Background: an optimization exercise with open tools, aiming at small area, a short achievable clock period and few clock cycles. Do not read the settings as production practice. Function was checked by simulation only, so behaviour that the tests miss may differ from the original. Power figures rest on the tool's default switching activity, not on a simulated workload.

Setup of rev 12:
## auction_unit
module auction_unit (
    input  wire         clk,
    input  wire         rst,
    input  wire         bid_valid,
    output wire         bid_ready,
    input  wire [15:0]  bid_qid,
    input  wire [3:0]   bid_booth,
    input  wire [2:0]   bid_origin,
    input  wire [31:0]  bid_score,
    input  wire [47:0]  bid_item,
    input  wire         cmd_valid,
    output wire         cmd_ready,
    input  wire [1:0]   cmd_op,
    input  wire [15:0]  cmd_qid,
    input  wire [3:0]   cmd_booth,
    input  wire [7:0]   cmd_k,
    input  wire         cmd_mode,
    input  wire         cmd_dir,
    output reg          out_valid,
    input  wire         out_ready,
    output reg          out_last,
    output wire [127:0] out_data,
    output wire         idle,
    output wire         au_heaps,
    output wire [7:0]   au_pool,
    output reg  [15:0]  au_bids,
    output reg  [15:0]  au_dropunk,
    output reg  [15:0]  au_droplate,
    output reg  [15:0]  au_dropfor,
    output reg  [15:0]  au_badbid,
    output reg  [15:0]  au_opens,
    output reg  [15:0]  au_closes,
    output reg  [25:0]  au_lastdrop
);
==> flow/config.mk <==
export PLATFORM = sky130hd
export DESIGN_NAME = auction_unit
export DESIGN_NICKNAME = auction_unit
export VERILOG_FILES = /design/flow/design.v
export SDC_FILE = /design/flow/constraint.sdc
export NUM_CORES = 4
export LEC_CHECK = 0
export ABC_CLOCK_PERIOD_IN_PS = 3500
export CAP_MARGIN = 20
export CORE_MARGIN = 2
export CORE_UTILIZATION = 55
export CTS_CLUSTER_DIAMETER = 60
export CTS_CLUSTER_SIZE = 30
export PLACE_DENSITY = 0.68
export SETUP_SLACK_MARGIN = 5
export SLEW_MARGIN = 20
==> flow/constraint.sdc <==
create_clock -name core_clock -period 10.0 [get_ports {clk}]
set_input_delay 2.0000 -clock core_clock [delete_from_list [all_inputs] [get_ports {clk}]]
set_output_delay 2.0000 -clock core_clock [all_outputs]
set_load 0.01 [all_outputs]
standard.sh (not shown) runs the stock make flow with config.mk's settings and CLKGATE_MAP_FILE= SYNTH_SCRIPT=/design/flow/synth_recipe.tcl, a recipe that flattens the netlist after the stock synthesis.
==> flow/flow/run.sh <==
#!/bin/bash
set -euo pipefail
bash standard.sh SETUP_SLACK_MARGIN=6.4 finish > standard_flow.log 2>&1
Testbench counts of rev 12, summed over its fixed seeds: cycles 15,788.
## Diff of input files: rev 13 against rev 12
--- a/flow/design.v
+++ b/flow/design.v
@@ -399,13 +399,15 @@
                 p_lt  <= p_lt | (rsel & {NS{r_lt}});
                 p_ltw <= p_ltw | ((rsel & w_oh) != 0 && r_lt);
                 p_t   <= p_t_r;
             end
         end else begin
             p_lt   <= k_lt;
-            p_ltw  <= (k_lt & nx_w_oh) != 0;
+            p_ltw  <= !insert     ? (k_lt & w_oh) != 0 :
+                      ahead_r[14] ? (k_lt & onehot(ord[14])) != 0 :
+                                    (k_lt & spare_oh) != 0;
             p_t    <= b_t;
             p_rsv  <= 1'b0;
             p_rest <= {s_key[7:0], s_item};
         end
         p_tie <= nx_ptie;
         if (p_res && (!p_rsv || p_hv))
Notes after the runs:
Setup total negative slack across rev 12 and rev 13: no real change. Looking at worst setup path category, the flip-flop to flip-flop result is from rev 12; the input pin to flip-flop one comes from rev 13. Of rev 12 and rev 13, rev 13 shows the higher total power of the final layout, with rev 12 below it. Delta (rev 13 minus rev 12): end-of-flow core utilization moved up; combinational group share of total power moved up; biggest cell delay along the critical path moved down.
Testbench counts of rev 13, summed over its fixed seeds: cycles 15,788.

* * *

auction_unit, a different RTL version from the one above (not shown whole).
Size in the first run: about 6900 cells after synthesis, about 2100 flip-flops.
## auction_unit
module auction_unit (
    input  wire         clk,
    input  wire         rst,
    input  wire         bid_valid,
    output wire         bid_ready,
    input  wire [15:0]  bid_qid,
    input  wire [3:0]   bid_booth,
    input  wire [2:0]   bid_origin,
    input  wire [31:0]  bid_score,
    input  wire [47:0]  bid_item,
    input  wire         cmd_valid,
    output wire         cmd_ready,
    input  wire [1:0]   cmd_op,
    input  wire [15:0]  cmd_qid,
    input  wire [3:0]   cmd_booth,
    input  wire [7:0]   cmd_k,
    input  wire         cmd_mode,
    input  wire         cmd_dir,
    output reg          out_valid,
    input  wire         out_ready,
    output reg          out_last,
    output wire [127:0] out_data,
    output wire         idle,
    output wire         au_heaps,
    output wire [7:0]   au_pool,
    output reg  [15:0]  au_bids,
    output reg  [15:0]  au_dropunk,
    output reg  [15:0]  au_droplate,
    output reg  [15:0]  au_dropfor,
    output reg  [15:0]  au_badbid,
    output reg  [15:0]  au_opens,
    output reg  [15:0]  au_closes,
    output reg  [25:0]  au_lastdrop
);
    localparam NS = 17;          
    localparam OP_OPEN  = 2'd0;
    localparam OP_CLOSE = 2'd1;
    localparam OP_FREE  = 2'd2;
    localparam ST_OK      = 2'd0;
    localparam ST_NOPERM  = 2'd1;
    localparam ST_BADPAR  = 2'd2;
    localparam ST_RESSHRT = 2'd3;
    reg        h_used;       
    reg        h_open;       
    reg [15:0] h_qid;
    reg [3:0]  h_booth;
    reg [4:0]  h_k;          
    reg        h_mode;
    reg        h_dir;
    reg [4:0]  h_n;
    reg        h_full;       
    reg [15:0] h_applied;
    reg [31:0] e_key   [0:NS-1];
    reg        e_negz  [0:NS-1];
    reg [47:0] e_item  [0:NS-1];
    reg [2:0]  e_org   [0:NS-1];
    reg [4:0]  ord     [0:15];   
    reg [15:0] vr;               
    reg [15:0] emp;              
    reg [4:0]  spare;            
    reg [NS-1:0] spare_oh;       
    reg [NS-1:0] w_oh;           
    reg [4:0]  pool;             
    reg        idle_r;
    reg        rdy;
  ...
Settings: LEC_CHECK=0, ABC_CLOCK_PERIOD_IN_PS=3500, CAP_MARGIN=20, CORE_MARGIN=2, CORE_UTILIZATION=60, CTS_CLUSTER_DIAMETER=60, CTS_CLUSTER_SIZE=30, PLACE_DENSITY=0.72, SETUP_SLACK_MARGIN=5, SLEW_MARGIN=20; clock period 10.0 ns.
Scripts as last shown in full above: flow/flow/run.sh
Testbench counts at the start, summed over its fixed seeds: cycles 15,836.
==> next run, changes <==
--- a/flow/design.v
+++ b/flow/design.v
@@ -118,19 +118,19 @@
         end else if (s_op == OP_CLOSE) begin
             if (!c_hit || !h_open)
                 c_status = ST_BADPAR;
             else
                 c_status = ST_OK;
         end else
             c_status = ST_OK;
     end
     wire out_free  = !out_valid || out_ready;
-    wire c_exec    = s_c && !s_b && !p_v && !listing && !out_valid;
+    wire c_exec    = s_c && !s_b && !p_v && !listing && out_free;
     wire c_ok      = (c_status == ST_OK);
     wire do_open   = c_exec && c_ok && (s_op == OP_OPEN);
     wire do_close  = c_exec && c_ok && (s_op == OP_CLOSE);
     wire do_free   = c_exec && c_ok && (s_op == OP_FREE) && c_hit;
     wire open_ok = s_c && c_ok && (s_op == OP_OPEN);
     wire nx_mode = open_ok ? s_mode : h_mode;
     wire nx_dir  = open_ok ? s_dir  : h_dir;
     wire in_z    = (bid_score[30:0] == 31'd0);
     wire in_neg  = !nx_mode && bid_score[31];                
Result:
- final area climbs by about 0.7%
- power goes up by about 20%
- cell count climbs by about 0.4%
- setup slack is better by 0.017 ns
- clock-buffer cell count goes down by 6
- hold slack gets worse by 0.0034 ns
- synthesized area stays flat
Testbench counts after the change, summed over its fixed seeds: cycles 15,788.

* * *

== old ==
auction_unit with an RTL version that a note above also has.
Size: about 6,900 cells after synthesis, roughly 2,100 flip-flops, about 0.095 mm² of cells after synthesis.
export LEC_CHECK = 0
export ABC_CLOCK_PERIOD_IN_PS = 3500
export CAP_MARGIN = 20
export CORE_MARGIN = 2
export CORE_UTILIZATION = 60
export CTS_CLUSTER_DIAMETER = 60
export CTS_CLUSTER_SIZE = 30
export PLACE_DENSITY = 0.72
export SETUP_SLACK_MARGIN = 5
export SLEW_MARGIN = 20
create_clock -name core_clock -period 10.0 [get_ports {clk}]
Scripts as last shown in full above: flow/flow/run.sh
Testbench counts of old, summed over its fixed seeds: cycles 15,788.
### old -> new
-- flow/design.v --
<<< old, line 403
        end else begin
            p_lt   <= k_lt;
            p_ltw  <= !insert     ? (k_lt & w_oh) != 0 :
                      ahead_r[14] ? (k_lt & onehot(ord[14])) != 0 :
                                    (k_lt & spare_oh) != 0;
            p_t    <= b_t;
            p_rsv  <= 1'b0;
>>> new, line 403
        end else begin
            p_lt   <= k_lt;
            p_ltw  <= (k_lt & nx_w_oh) != 0;
            p_t    <= b_t;
            p_rsv  <= 1'b0;
--- outcome ---
Required time of the worst setup path for new: 0.02 ns down relative to old
Higher share of the final layout cell area in sequential cells among old and new: new
Worst reg2reg path depth came out exactly the same in old and new.
[compare] base=old new=new: area added between synthesis and finish went down 1.0 points; clock power -about 0.8%; post-synthesis cell type count climbed 6; overall routed net length decreased by 2.4% relative to the old numbers; post-place instance area about even.
Post-layout minimum cycle time for new: 0.46 ns down relative to old
Count of clock buffers in the final design: new < old
Status: clock transition at the registers of the reported paths parity (old, new)
Testbench counts of new, summed over its fixed seeds: cycles 15,788.

[port drivers added, routing unchanged]
Ports are ideal in the flow. The routed layouts listed here were re-timed in OpenROAD.
Step 1 sets driving cells, clkbuf_16 on the clock port and buf_2 on the other inputs (assumed; they add their load-dependent delay and slew).
Step 2 also shifts input and output timing later by t, the mid clock arrival at the registers, as if the neighbouring blocks saw the same clock.
Slacks: ideal ports / drivers / drivers and shift; pairs: ideal ports / drivers.
| run | t (ns) | setup slack, ns | worst data-port slew with drivers (ns) | cell pins on the clock port's net |
|---|---|---|---|---|
| rev 12 | 0.927 | 6.167 / 6.167 / 5.500 | 0.13 | 1 |
| rev 13 | 0.919 | 5.750 / 5.805 / 4.886 | 0.10 | 1 |
| the first run of note 2 | 0.887 | 6.128 / 6.128 / 5.534 | 0.23 | 1 |
| the second run of note 2 | 0.901 | 6.145 / 6.145 / 5.486 | 0.13 | 1 |
| old | 0.909 | 5.722 / 5.777 / 4.867 | 0.12 | 1 |
| new | 0.891 | 6.178 / 6.178 / 5.605 | 0.14 | 1 |
After both steps every run listed still meets setup and hold. The setup slack of rev 13, which loses most, moves by +0.055 ns with the drivers and by -0.864 ns with both steps.
